This design comes from an exercise in tuning for small area and a short achievable clock period on the open sky130 flow, not from production work. At most, simulation tests tie the RTL to the original design; equivalence was not proved. Power is estimated from default activity; no workload was simulated.

== the baseline ==
==> module cic5_dec32, before the edit <==
module cic5_dec32 (
    input  wire        clk,
    input  wire        rst,
    input  wire        bit_valid,
    input  wire        bit_in,
    output reg         x_pre,       
    output reg         x_valid,
    output reg  [22:0] x
);
    localparam integer NC = 7;                   
    function integer WD(input integer q);
        WD = (q < 5) ? 4 : 3;
    endfunction
    function integer LO(input integer q);
        LO = (q < 5) ? 4 * q : 20 + 3 * (q - 5);
    endfunction
    reg  [25:0]   i1, i2, i3, i4, i5;
    reg  [NC-1:1] vd;                            
    wire [NC-1:0] vq = {vd, bit_valid};          
    reg  [NC-1:0] lq;                            
    reg  [NC-1:1] k1, k2, k3, k4, k5;            
    reg  [4:0]    phase;
    wire [25:0]   p1, p2, p3, p4, p5;
    wire [NC:1]   o1, o2, o3, o4, o5;
    wire [25:0]   en;
    genvar q;
    generate
        for (q = 0; q < NC; q = q + 1) begin : g_chunk
            localparam integer L = LO(q);
            localparam integer N = WD(q);
            wire [N-1:0] e0 = (q == 0) ? {{(N-1){1'b0}}, bit_in} : {N{1'b0}};
            wire         c1 = (q == 0) ? 1'b0 : k1[q];
            wire         c2 = (q == 0) ? 1'b0 : k2[q];
            wire         c3 = (q == 0) ? 1'b0 : k3[q];
            wire         c4 = (q == 0) ? 1'b0 : k4[q];
            wire         c5 = (q == 0) ? 1'b0 : k5[q];
            assign {o1[q+1], p1[L +: N]} = i1[L +: N] + e0 + c1;
            assign {o2[q+1], p2[L +: N]} = i2[L +: N] + p1[L +: N] + c2;
            assign {o3[q+1], p3[L +: N]} = i3[L +: N] + p2[L +: N] + c3;
            assign {o4[q+1], p4[L +: N]} = i4[L +: N] + p3[L +: N] + c4;
            assign {o5[q+1], p5[L +: N]} = i5[L +: N] + p4[L +: N] + c5;
            assign en[L +: N] = {N{vq[q]}};
        end
    endgenerate
    always @(posedge clk) begin
        if (rst) begin
            i1 <= 26'd0; i2 <= 26'd0; i3 <= 26'd0; i4 <= 26'd0; i5 <= 26'd0;
        end else begin
            i1 <= (en & p1) | (~en & i1);
            i2 <= (en & p2) | (~en & i2);
            i3 <= (en & p3) | (~en & i3);
            i4 <= (en & p4) | (~en & i4);
            i5 <= (en & p5) | (~en & i5);
        end
    end
    always @(posedge clk) begin
        k1 <= o1[NC-1:1]; k2 <= o2[NC-1:1]; k3 <= o3[NC-1:1];
        k4 <= o4[NC-1:1]; k5 <= o5[NC-1:1];
        if (rst) begin
            vd <= {(NC-1){1'b0}};
            lq <= {NC{1'b0}};
            phase <= 5'd0;
        end else begin
            vd <= vq[NC-2:0];
            lq <= {lq[NC-2:0], bit_valid && (phase == 5'd31)};
            if (bit_valid)
                phase <= phase + 5'd1;
        end
    end
    reg  [25:0] w0, w1, w2, w3, w4;
    reg  [2:0]  rp;
    reg  [25:0] acc;
    reg         busy, init;
    reg  [2:0]  sq;
    reg  [3:0]  cnt;
    reg         step, rnd;                      
    reg  [25:0] zc;
    always @* begin
        case (rp)
            3'd1:    zc = 26'h0018950;
            3'd2:    zc = 26'h3c8e700;
            3'd3:    zc = 26'h1287000;
            3'd4:    zc = 26'h2100000;
            default: zc = 26'h0000000;
        endcase
    end
    wire [25:0] opb  = step ? ~w0 : {25'd0, rnd & acc[2]};
    wire [25:0] sum  = acc + opb + {25'd0, step | rnd};
    wire [2:0]  rp1  = (rp == 3'd4) ? 3'd0 : rp + 3'd1;
    wire [2:0]  sq1  = (step || rnd) ? sq + 3'd1 : sq;
    wire [25:0] lmask;
    generate
        for (q = 0; q < NC; q = q + 1) begin : g_lmask
            assign lmask[LO(q) +: WD(q)] = {WD(q){lq[q]}};
        end
    endgenerate
    wire [25:0] accn = (lmask & i5) | (~lmask & sum);
    always @(posedge clk) begin
        w0 <= w1; w1 <= w2; w2 <= w3; w3 <= w4;
        w4 <= step ? acc : init ? zc : w0;
        acc <= accn;
        if (rst) begin
            rp <= 3'd0;
            busy <= 1'b0;
            init <= 1'b1;
            sq <= 3'd0;
            cnt <= 4'd0;
            step <= 1'b0;
            rnd <= 1'b0;
            x_valid <= 1'b0;
            x_pre <= 1'b0;
        end else begin
            rp <= rp1;
            if (rp == 3'd4)
                init <= 1'b0;
            x_valid <= 1'b0;
            x_pre <= busy && (cnt == 4'd9);
            step <= 1'b0;
            rnd <= 1'b0;
            if (lq[NC-1]) begin
                busy <= 1'b1;
                sq <= 3'd0;
                cnt <= 4'd0;
                step <= (rp1 == 3'd0);
            end else if (busy) begin
                cnt <= cnt + 4'd1;
                sq <= sq1;
                step <= (sq1 == rp1);
                rnd <= (sq1 == 3'd5);
                if (cnt == 4'd10) begin
                    busy <= 1'b0;
                    x_valid <= 1'b1;
                    step <= 1'b0;
                    rnd <= 1'b0;
                end
            end
        end
        if (busy && cnt == 4'd10)
            x <= acc[25] ? 23'h7fffff : acc[24:2];
    end
endmodule
clock: 12.0 ns
lec_check: 0
cap_margin: 20
core_margin: 2
core_utilization: 55
cts_cluster_diameter: 60
cts_cluster_size: 24
slew_margin: 20
standard.sh (not shown) runs the stock make flow with config.mk's settings and CLKGATE_MAP_FILE= SYNTH_SCRIPT=/design/flow/synth_recipe.tcl, a recipe that flattens the netlist after the stock synthesis.
==> flow/flow/run.sh <==
#!/bin/bash
# Standard layout (the standard.sh, standard synthesis unchanged) with
# timing repair aimed at a setup slack margin, so the resizer also works on
# paths that already meet the 12 ns clock. Output goes to flow_make.log.
set -euo pipefail
export SETUP_SLACK_MARGIN=8.3
bash standard.sh > flow_make.log 2>&1
What the candidate does differently from the baseline at the input level:
diff --git a/flow/design.v b/flow/design.v
--- a/flow/design.v
+++ b/flow/design.v
@@ -88,49 +88,46 @@
     reg  [NC-1:0] lq;                            
     reg  [NC-1:1] k1, k2, k3, k4, k5;            
     reg  [4:0]    phase;
     wire [25:0]   p1, p2, p3, p4, p5;
     wire [NC:1]   o1, o2, o3, o4, o5;
-    wire [25:0]   en;
     genvar q;
     generate
         for (q = 0; q < NC; q = q + 1) begin : g_chunk
             localparam integer L = LO(q);
             localparam integer N = WD(q);
-            wire [N-1:0] e0 = (q == 0) ? {{(N-1){1'b0}}, bit_in} : {N{1'b0}};
+            wire [N-1:0] e0 = (q == 0) ? {{(N-1){1'b0}}, bit_valid & bit_in} : {N{1'b0}};
+            wire [N-1:0] g  = {N{vq[q]}};
             wire         c1 = (q == 0) ? 1'b0 : k1[q];
             wire         c2 = (q == 0) ? 1'b0 : k2[q];
             wire         c3 = (q == 0) ? 1'b0 : k3[q];
             wire         c4 = (q == 0) ? 1'b0 : k4[q];
             wire         c5 = (q == 0) ? 1'b0 : k5[q];
             assign {o1[q+1], p1[L +: N]} = i1[L +: N] + e0 + c1;
-            assign {o2[q+1], p2[L +: N]} = i2[L +: N] + p1[L +: N] + c2;
-            assign {o3[q+1], p3[L +: N]} = i3[L +: N] + p2[L +: N] + c3;
-            assign {o4[q+1], p4[L +: N]} = i4[L +: N] + p3[L +: N] + c4;
-            assign {o5[q+1], p5[L +: N]} = i5[L +: N] + p4[L +: N] + c5;
-            assign en[L +: N] = {N{vq[q]}};
+            assign {o2[q+1], p2[L +: N]} = i2[L +: N] + (g & p1[L +: N]) + c2;
+            assign {o3[q+1], p3[L +: N]} = i3[L +: N] + (g & p2[L +: N]) + c3;
+            assign {o4[q+1], p4[L +: N]} = i4[L +: N] + (g & p3[L +: N]) + c4;
+            assign {o5[q+1], p5[L +: N]} = i5[L +: N] + (g & p4[L +: N]) + c5;
         end
     endgenerate
     always @(posedge clk) begin
         if (rst) begin
             i1 <= 26'd0; i2 <= 26'd0; i3 <= 26'd0; i4 <= 26'd0; i5 <= 26'd0;
         end else begin
-            i1 <= (en & p1) | (~en & i1);
-            i2 <= (en & p2) | (~en & i2);
-            i3 <= (en & p3) | (~en & i3);
-            i4 <= (en & p4) | (~en & i4);
-            i5 <= (en & p5) | (~en & i5);
+            i1 <= p1; i2 <= p2; i3 <= p3; i4 <= p4; i5 <= p5;
         end
     end
     always @(posedge clk) begin
-        k1 <= o1[NC-1:1]; k2 <= o2[NC-1:1]; k3 <= o3[NC-1:1];
-        k4 <= o4[NC-1:1]; k5 <= o5[NC-1:1];
         if (rst) begin
+            k1 <= {(NC-1){1'b0}}; k2 <= {(NC-1){1'b0}}; k3 <= {(NC-1){1'b0}};
+            k4 <= {(NC-1){1'b0}}; k5 <= {(NC-1){1'b0}};
             vd <= {(NC-1){1'b0}};
             lq <= {NC{1'b0}};
             phase <= 5'd0;
         end else begin
+            k1 <= o1[NC-1:1]; k2 <= o2[NC-1:1]; k3 <= o3[NC-1:1];
+            k4 <= o4[NC-1:1]; k5 <= o5[NC-1:1];
             vd <= vq[NC-2:0];
             lq <= {lq[NC-2:0], bit_valid && (phase == 5'd31)};
             if (bit_valid)
                 phase <= phase + 5'd1;
         end
### Flow results
Number of nets produced by synthesis (the candidate vs. the baseline) decreases slightly
Delta(aggregate routed wire length, the candidate - the baseline) > 0
The candidate ended with less via count than the baseline.
[compare] base=the baseline new=the candidate: height of the die shows a reduction of about 0.53%; number of buffers added for setup after CTS now sits higher; sequential share of power up 2.2 points; final-layout clock-cell area share lost 0.30 points; maximum frequency shrank by 3.1%.
Per the comparison of the candidate with the baseline, number of enable-type register cells in the synthesized netlist level, met2 usage in global routing moved up.
Maximum fanout along the worst path: the candidate and the baseline compared, lower one is the candidate
Number of resized instances in the post-cts repair step ended up 38 higher on the candidate than on the baseline.
Endpoint of the worst setup timing path: u_fir.c_q[24]$_DFF_P_ -> the baseline, u_cic.i5[11]$_SDFF_PP0_ -> the candidate
Of the candidate and the baseline, it is the candidate that has the lower post-synthesis instance area.
Higher sequential-cell power consumption was reported by the baseline, not the candidate.
Only the layout flow was run in the candidate; the RTL was not checked for function there.

* * *

Another version of the RTL of chan_decim (not shown whole).
For scale: roughly 4900 cells after synthesis, roughly 1900 flip-flops, about 45 I/O pins, roughly 62000 um2 of cells after synthesis.
==> module cic5_dec32, before the edit <==
module cic5_dec32 (
    input  wire        clk,
    input  wire        rst,
    input  wire        bit_valid,
    input  wire        bit_in,
    output reg         x_pre,       
    output reg         x_valid,
    output reg  [22:0] x
);
    localparam integer NC = 7;                   
    function integer WD(input integer q);
        WD = (q < 5) ? 4 : 3;
    endfunction
    function integer LO(input integer q);
        LO = (q < 5) ? 4 * q : 20 + 3 * (q - 5);
    endfunction
    reg  [25:0]   i1, i2, i3, i4, i5;
    reg  [NC-1:1] vd;                            
    wire [NC-1:0] vq = {vd, bit_valid};          
    reg  [NC-1:0] lq;                            
    reg  [NC-1:1] k1, k2, k3, k4, k5;            
    reg  [4:0]    phase;
    wire [25:0]   p1, p2, p3, p4, p5;
    wire [NC:1]   o1, o2, o3, o4, o5;
    wire [25:0]   en;
    function [4:0] rip(input [3:0] a, input [3:0] b, input ci, input integer n);
        integer j;
        reg c;
        begin
            c = ci;
            rip = 5'd0;
            for (j = 0; j < n; j = j + 1) begin
                rip[j] = a[j] ^ b[j] ^ c;
                c = (a[j] & b[j]) | (a[j] & c) | (b[j] & c);
            end
            rip[4] = c;
        end
    endfunction
    genvar q;
    generate
        for (q = 0; q < NC; q = q + 1) begin : g_chunk
            localparam integer L = LO(q);
            localparam integer N = WD(q);
            wire [3:0] e0 = (q == 0) ? {3'd0, bit_in} : 4'd0;
            wire       c1 = (q == 0) ? 1'b0 : k1[q];
            wire       c2 = (q == 0) ? 1'b0 : k2[q];
            wire       c3 = (q == 0) ? 1'b0 : k3[q];
            wire       c4 = (q == 0) ? 1'b0 : k4[q];
            wire       c5 = (q == 0) ? 1'b0 : k5[q];
            wire [3:0] a1 = i1[L +: N], a2 = i2[L +: N], a3 = i3[L +: N],
                       a4 = i4[L +: N], a5 = i5[L +: N];
            wire [4:0] r1 = rip(a1, e0, c1, N);
            wire [4:0] r2 = rip(a2, r1[3:0], c2, N);
            wire [4:0] r3 = rip(a3, r2[3:0], c3, N);
            wire [4:0] r4 = rip(a4, r3[3:0], c4, N);
            wire [4:0] r5 = rip(a5, r4[3:0], c5, N);
            assign p1[L +: N] = r1[N-1:0]; assign o1[q+1] = r1[4];
            assign p2[L +: N] = r2[N-1:0]; assign o2[q+1] = r2[4];
            assign p3[L +: N] = r3[N-1:0]; assign o3[q+1] = r3[4];
            assign p4[L +: N] = r4[N-1:0]; assign o4[q+1] = r4[4];
            assign p5[L +: N] = r5[N-1:0]; assign o5[q+1] = r5[4];
            assign en[L +: N] = {N{vq[q]}};
        end
    endgenerate
    always @(posedge clk) begin
        if (rst) begin
            i1 <= 26'd0; i2 <= 26'd0; i3 <= 26'd0; i4 <= 26'd0; i5 <= 26'd0;
        end else begin
            i1 <= (en & p1) | (~en & i1);
            i2 <= (en & p2) | (~en & i2);
            i3 <= (en & p3) | (~en & i3);
            i4 <= (en & p4) | (~en & i4);
            i5 <= (en & p5) | (~en & i5);
        end
    end
    always @(posedge clk) begin
        k1 <= o1[NC-1:1]; k2 <= o2[NC-1:1]; k3 <= o3[NC-1:1];
        k4 <= o4[NC-1:1]; k5 <= o5[NC-1:1];
        if (rst) begin
            vd <= {(NC-1){1'b0}};
            lq <= {NC{1'b0}};
            phase <= 5'd0;
        end else begin
            vd <= vq[NC-2:0];
            lq <= {lq[NC-2:0], bit_valid && (phase == 5'd31)};
            if (bit_valid)
                phase <= phase + 5'd1;
        end
    end
    reg  [25:0] w0, w1, w2, w3, w4;
    reg  [2:0]  rp;
    reg  [25:0] acc;
    reg         busy, init;
    reg  [2:0]  sq;
    reg  [3:0]  cnt;
    reg         step, rnd;                      
    reg  [25:0] zc;
    always @* begin
        case (rp)
            3'd1:    zc = 26'h0018950;
            3'd2:    zc = 26'h3c8e700;
            3'd3:    zc = 26'h1287000;
            3'd4:    zc = 26'h2100000;
            default: zc = 26'h0000000;
        endcase
    end
    wire [25:0] opb  = step ? ~w0 : {25'd0, rnd & acc[2]};
    wire [26:0] sm1  = {acc, 1'b1} + {opb, step | rnd};
    wire [25:0] sum  = sm1[26:1];
    wire [2:0]  rp1  = (rp == 3'd4) ? 3'd0 : rp + 3'd1;
    wire [2:0]  sq1  = (step || rnd) ? sq + 3'd1 : sq;
    wire [25:0] lmask;
    generate
        for (q = 0; q < NC; q = q + 1) begin : g_lmask
            assign lmask[LO(q) +: WD(q)] = {WD(q){lq[q]}};
        end
    endgenerate
    wire [25:0] accn = (lmask & i5) | (~lmask & sum);
    always @(posedge clk) begin
        w0 <= w1; w1 <= w2; w2 <= w3; w3 <= w4;
        w4 <= step ? acc : init ? zc : w0;
        acc <= accn;
        if (rst) begin
            rp <= 3'd0;
            busy <= 1'b0;
            init <= 1'b1;
            sq <= 3'd0;
            cnt <= 4'd0;
            step <= 1'b0;
            rnd <= 1'b0;
            x_valid <= 1'b0;
            x_pre <= 1'b0;
        end else begin
            rp <= rp1;
            if (rp == 3'd4)
                init <= 1'b0;
            x_valid <= 1'b0;
            x_pre <= busy && (cnt == 4'd9);
            step <= 1'b0;
            rnd <= 1'b0;
            if (lq[NC-1]) begin
                busy <= 1'b1;
                sq <= 3'd0;
                cnt <= 4'd0;
                step <= (rp1 == 3'd0);
            end else if (busy) begin
                cnt <= cnt + 4'd1;
                sq <= sq1;
                step <= (sq1 == rp1);
                rnd <= (sq1 == 3'd5);
                if (cnt == 4'd10) begin
                    busy <= 1'b0;
                    x_valid <= 1'b1;
                    step <= 1'b0;
                    rnd <= 1'b0;
                end
            end
        end
        if (busy && cnt == 4'd10)
            x <= acc[25] ? 23'h7fffff : acc[24:2];
    end
endmodule
Settings: LEC_CHECK=0, CAP_MARGIN=20, CORE_MARGIN=2, CORE_UTILIZATION=70, CTS_CLUSTER_DIAMETER=60, CTS_CLUSTER_SIZE=24, SLEW_MARGIN=20; clock period 12.0 ns.
Scripts as last shown in full above: flow/flow/run.sh
The starting point ran to the end with no violations.
Change:
--- a/flow/design.v
+++ b/flow/design.v
@@ -91,42 +91,22 @@
     wire [25:0]   p1, p2, p3, p4, p5;
     wire [NC:1]   o1, o2, o3, o4, o5;
     wire [25:0]   en;
-    function [4:0] rip(input [3:0] a, input [3:0] b, input ci, input integer n);
-        integer j;
-        reg c;
-        begin
-            c = ci;
-            rip = 5'd0;
-            for (j = 0; j < n; j = j + 1) begin
-                rip[j] = a[j] ^ b[j] ^ c;
-                c = (a[j] & b[j]) | (a[j] & c) | (b[j] & c);
-            end
-            rip[4] = c;
-        end
-    endfunction
     genvar q;
     generate
         for (q = 0; q < NC; q = q + 1) begin : g_chunk
             localparam integer L = LO(q);
             localparam integer N = WD(q);
-            wire [3:0] e0 = (q == 0) ? {3'd0, bit_in} : 4'd0;
-            wire       c1 = (q == 0) ? 1'b0 : k1[q];
-            wire       c2 = (q == 0) ? 1'b0 : k2[q];
-            wire       c3 = (q == 0) ? 1'b0 : k3[q];
-            wire       c4 = (q == 0) ? 1'b0 : k4[q];
-            wire       c5 = (q == 0) ? 1'b0 : k5[q];
-            wire [3:0] a1 = i1[L +: N], a2 = i2[L +: N], a3 = i3[L +: N],
-                       a4 = i4[L +: N], a5 = i5[L +: N];
-            wire [4:0] r1 = rip(a1, e0, c1, N);
-            wire [4:0] r2 = rip(a2, r1[3:0], c2, N);
-            wire [4:0] r3 = rip(a3, r2[3:0], c3, N);
-            wire [4:0] r4 = rip(a4, r3[3:0], c4, N);
-            wire [4:0] r5 = rip(a5, r4[3:0], c5, N);
-            assign p1[L +: N] = r1[N-1:0]; assign o1[q+1] = r1[4];
-            assign p2[L +: N] = r2[N-1:0]; assign o2[q+1] = r2[4];
-            assign p3[L +: N] = r3[N-1:0]; assign o3[q+1] = r3[4];
-            assign p4[L +: N] = r4[N-1:0]; assign o4[q+1] = r4[4];
-            assign p5[L +: N] = r5[N-1:0]; assign o5[q+1] = r5[4];
+            wire [N-1:0] e0 = (q == 0) ? {{(N-1){1'b0}}, bit_in} : {N{1'b0}};
+            wire         c1 = (q == 0) ? 1'b0 : k1[q];
+            wire         c2 = (q == 0) ? 1'b0 : k2[q];
+            wire         c3 = (q == 0) ? 1'b0 : k3[q];
+            wire         c4 = (q == 0) ? 1'b0 : k4[q];
+            wire         c5 = (q == 0) ? 1'b0 : k5[q];
+            assign {o1[q+1], p1[L +: N]} = i1[L +: N] + e0 + c1;
+            assign {o2[q+1], p2[L +: N]} = i2[L +: N] + p1[L +: N] + c2;
+            assign {o3[q+1], p3[L +: N]} = i3[L +: N] + p2[L +: N] + c3;
+            assign {o4[q+1], p4[L +: N]} = i4[L +: N] + p3[L +: N] + c4;
+            assign {o5[q+1], p5[L +: N]} = i5[L +: N] + p4[L +: N] + c5;
             assign en[L +: N] = {N{vq[q]}};
         end
     endgenerate
@@ -173,8 +153,7 @@
         endcase
     end
     wire [25:0] opb  = step ? ~w0 : {25'd0, rnd & acc[2]};
-    wire [26:0] sm1  = {acc, 1'b1} + {opb, step | rnd};
-    wire [25:0] sum  = sm1[26:1];
+    wire [25:0] sum  = acc + opb + {25'd0, step | rnd};
     wire [2:0]  rp1  = (rp == 3'd4) ? 3'd0 : rp + 3'd1;
     wire [2:0]  sq1  = (step || rnd) ? sq + 3'd1 : sq;
     wire [25:0] lmask;
What happened: The new run passed the timing, design-rule and antenna checks; final cell count came out higher by a few percent; clock skew hardly moves; routed wire length came out lower by a few percent; utilization came out higher by 0.39 points; synthesized area came out higher slightly.
For the first run of this note, only the layout was checked, not whether the RTL still works.

==> re-timing with driven ports <==
The flow's constraints put no driver on any port. The routed layouts listed below were extracted and timed again, unchanged, in two steps. Step 1 sets driving cells, clkbuf_16 on the clock port and buf_2 on the other inputs (assumed; they add their load-dependent delay and slew). Step 2 adds t to the input delays and takes it off the output delays; t is the mean of the earliest and latest rising clock arrival at the registers after step 1. Input paths then give back, and output paths get back, about the clock's delay inside the block. Slacks: ideal ports / drivers / drivers and shift; pairs: ideal ports / drivers.
run	t (ns)	setup slack, ns	worst data-port slew with drivers (ns)	cell pins on the clock port's net
the baseline	0.794	8.279 / 8.279 / 8.279	0.03	1
the candidate	0.798	8.159 / 8.159 / 8.159	0.03	1
the first run of note 2	0.784	7.872 / 7.872 / 7.872	0.03	1
the second run of note 2	0.772	8.269 / 8.269 / 8.269	0.04	1
After both steps setup and hold are still met in every run listed.
